From an optimization exercise on the open Yosys and OpenROAD flow, aimed at small area and a short achievable clock period; shortcuts taken in it are not production practice.

Setup of xenon:
## ckv_unit
module ckv_unit (
    input  wire        clk,
    input  wire        rst,
    input  wire        in_valid,
    input  wire        in_sof,
    input  wire        in_eof,
    input  wire [3:0]  in_nbytes,
    input  wire [63:0] in_data,
    input  wire [1:0]  in_alg,
    input  wire [1:0]  in_mode,
    input  wire [15:0] in_tenant,
    input  wire [15:0] in_pseq,
    input  wire [63:0] in_ctx,
    input  wire [23:0] in_dest,
    input  wire [63:0] in_expect,
    output reg         res_valid,
    output reg  [63:0] res_crc,
    output reg  [63:0] res_state,
    output reg         res_match
);
    reg  [1:0] alg_q;    
    reg        pcw_q;    
    wire       pcw_i = (in_mode == 2'd1);
    wire       res_i = (in_mode == 2'd2);
    wire [1:0] alg_i = pcw_i ? 2'd0 : in_alg;
    wire [1:0] alg_b = in_sof ? alg_i : alg_q;      
    reg [63:0] bmask;
    integer b;
    always @(*) begin
        for (b = 0; b < 8; b = b + 1)
            bmask[8*b +: 8] = (b < in_nbytes) ? 8'hFF : 8'h00;
    end
    wire        ctx_lo  = in_sof & res_i & (alg_i != 2'd2);
    wire        ctx_sw  = in_sof & res_i & (alg_i == 2'd2);
    wire        ctx_hi  = in_sof & res_i & (alg_i == 2'd3);
    wire        ctx_mid = ctx_lo;
    wire        tp_on   = in_sof & pcw_i;
    wire [63:0] start_v = {in_ctx[63:32] & {32{ctx_hi}},
  ...
clock: 30.0 ns
lec_check: 0
cap_margin: 20
core_margin: 2
core_utilization: 40
slew_margin: 20
synth_hierarchical: 1
standard.sh (not shown) runs the stock make flow with config.mk's settings and CLKGATE_MAP_FILE= SYNTH_SCRIPT=/design/flow/synth_recipe.tcl, a recipe that flattens the netlist after the stock synthesis.
==> flow/flow/run.sh <==
#!/bin/bash
# Standard ORFS layout, with repair_timing asked for extra setup margin so the
# critical paths get sized and buffered (the constraints are unchanged).
set -euo pipefail
bash standard.sh SETUP_SLACK_MARGIN=25 finish > standard_make.log 2>&1
xenon finished all stages; however, its layout fails the closing checks, the failures being capacitance limit, slew limit.
For tundra, these inputs were changed with respect to xenon:
- PLACE_DENSITY now 0.75, previously not set
- CORE_UTILIZATION now 60, was 40
==> flow/flow/run.sh <==
#!/bin/bash
# Standard ORFS layout (the standard.sh), with:
#  - repair_timing asked for extra setup margin, so critical paths get sized
#    (the clock and I/O constraints are unchanged);
#  - port buffers built from the smallest buffer (repair upsizes where needed).
set -euo pipefail
bash standard.sh SETUP_SLACK_MARGIN=23.5 "BUFFER_PORTS_ARGS=-buffer_cell sky130_fd_sc_hd__buf_1" finish > standard_make.log 2>&1
[summary]
Summary of tundra over xenon: final wirelength shrank by 14%; number of multi-input combinational cells in the layout comparable; clock-pin slew of the registers on the worst-case setup and hold paths held; net total in the final layout now sits lower.
Of tundra and xenon, just one finished clean: tundra.
Every stage of xenon finished as expected; the final checks, on the other hand, flagged capacitance limit, slew limit, which means the layout fails.
Setup slack in tundra is 0.29 ns lower than in xenon
Initial core utilization, tundra and xenon: lower on xenon
On signed area change from the synthesized netlist to the final layout, the lower figure sits with tundra, not xenon.
Modified inputs, lagoon compared to tundra
- a change of CORE_UTILIZATION from 60 to 40
- a deleted PLACE_DENSITY that had been 0.75
lagoon vs. tundra: design area went up by about 0.8%.
Fmax: lagoon above tundra
Compared tundra against lagoon; clock network area share within noise.
tundra has a higher combined global-route utilization of all metal layers than lagoon.
The setup slack of lagoon is larger than that of tundra.
Higher placement-stage cell area was reported by lagoon, not tundra.
The inputs of willow differ from those of lagoon as listed below.
==> flow/flow/run.sh <==
#!/bin/bash
# Standard ORFS layout, with repair_timing asked for extra setup margin so the
# critical paths get sized and buffered (the constraints are unchanged).
set -euo pipefail
bash standard.sh SETUP_SLACK_MARGIN=22 finish > standard_make.log 2>&1
### Flow results
- Cell depth of the worst hold path came out exactly the same in lagoon and willow.
- From lagoon to willow the numbers moved as follows: post-place instance area up 5.6%, final critical path time including I/O delays and setup up 0.81 ns, global placement routability congestion down 0.0056, part of the cycle the worst path needs up 2.7 points.
- On willow: share of cell area taken by flip-flops and latches is 0.40 points lower than what lagoon gave.
- In willow the met3 usage turned out 1.0 points lower than in lagoon.
[inputs] harbor vs willow
==> flow/run.sh (new file) <==
#!/bin/bash
# synth_recipe.tcl (not shown) runs the flow's synth.tcl, then flattens the netlist and writes it again
# the make line also repeats each setting of config.mk as NAME=value (left out here)
make -C /OpenROAD-flow-scripts/flow DESIGN_CONFIG=/design/flow/config.mk WORK_HOME=/design/flow/orfs CLKGATE_MAP_FILE= SYNTH_SCRIPT=/design/flow/synth_recipe.tcl finish
removed: flow/flow/run.sh
removed: flow/standard.sh
Findings:
Between harbor and willow, the post-route non-filler standard cell count figures differ only marginally. Taking willow as the reference, in harbor clock latency on the worst-skew pair closely matched the old numbers, post-route core utilization held, design area about even, share of the clock period used by the worst path after layout now sits at about the same level. The detailed-routing wirelength on met1 on willow is in line with that on harbor. The total number of vias of willow and that of harbor are within noise of each other. [compare] base=willow new=harbor: wire length closely matched the old numbers; wire length of the first global-routing pass closely matched the old numbers.
Function was not checked in any run of this note: the RTL went through the layout flow alone.

[separate check: timing with driven ports]
In the flow no input, the clock included, has a driving cell. The finished layouts below were timed again as built, in two steps. Step 1 (the two cells are an assumption about what drives the block):
set clk [get_ports {clk}]
set_driving_cell -lib_cell sky130_fd_sc_hd__clkbuf_16 $clk
set_driving_cell -lib_cell sky130_fd_sc_hd__buf_2 [delete_from_list [all_inputs] $clk]
Step 2 adds t to the input delays and takes it off the output delays; t is the mean of the earliest and latest rising clock arrival at the registers after step 1. Input paths then give back, and output paths get back, about the clock's delay inside the block. a / b / c = no drivers / after step 1 / after step 2; a / b = the first two.
run	t, ns	slack for setup (ns)	clock arrival spread, ns	worst slew at a driven data input, ns	pins driven straight from the clock port
xenon	0.667	22.927 / 22.856 / 22.371	0.036 / 0.036	0.19	1
tundra	0.658	22.638 / 22.653 / 22.001	0.040 / 0.040	0.23	1
lagoon	0.677	22.929 / 22.861 / 22.528	0.046 / 0.045	0.13	1
willow	0.681	22.122 / 22.165 / 21.483	0.032 / 0.033	0.11	1
harbor	0.684	22.115 / 22.158 / 21.474	0.030 / 0.030	0.11	1
For harbor, which loses most, drivers alone change the setup slack by +0.043 ns; drivers and shift together by -0.641 ns.
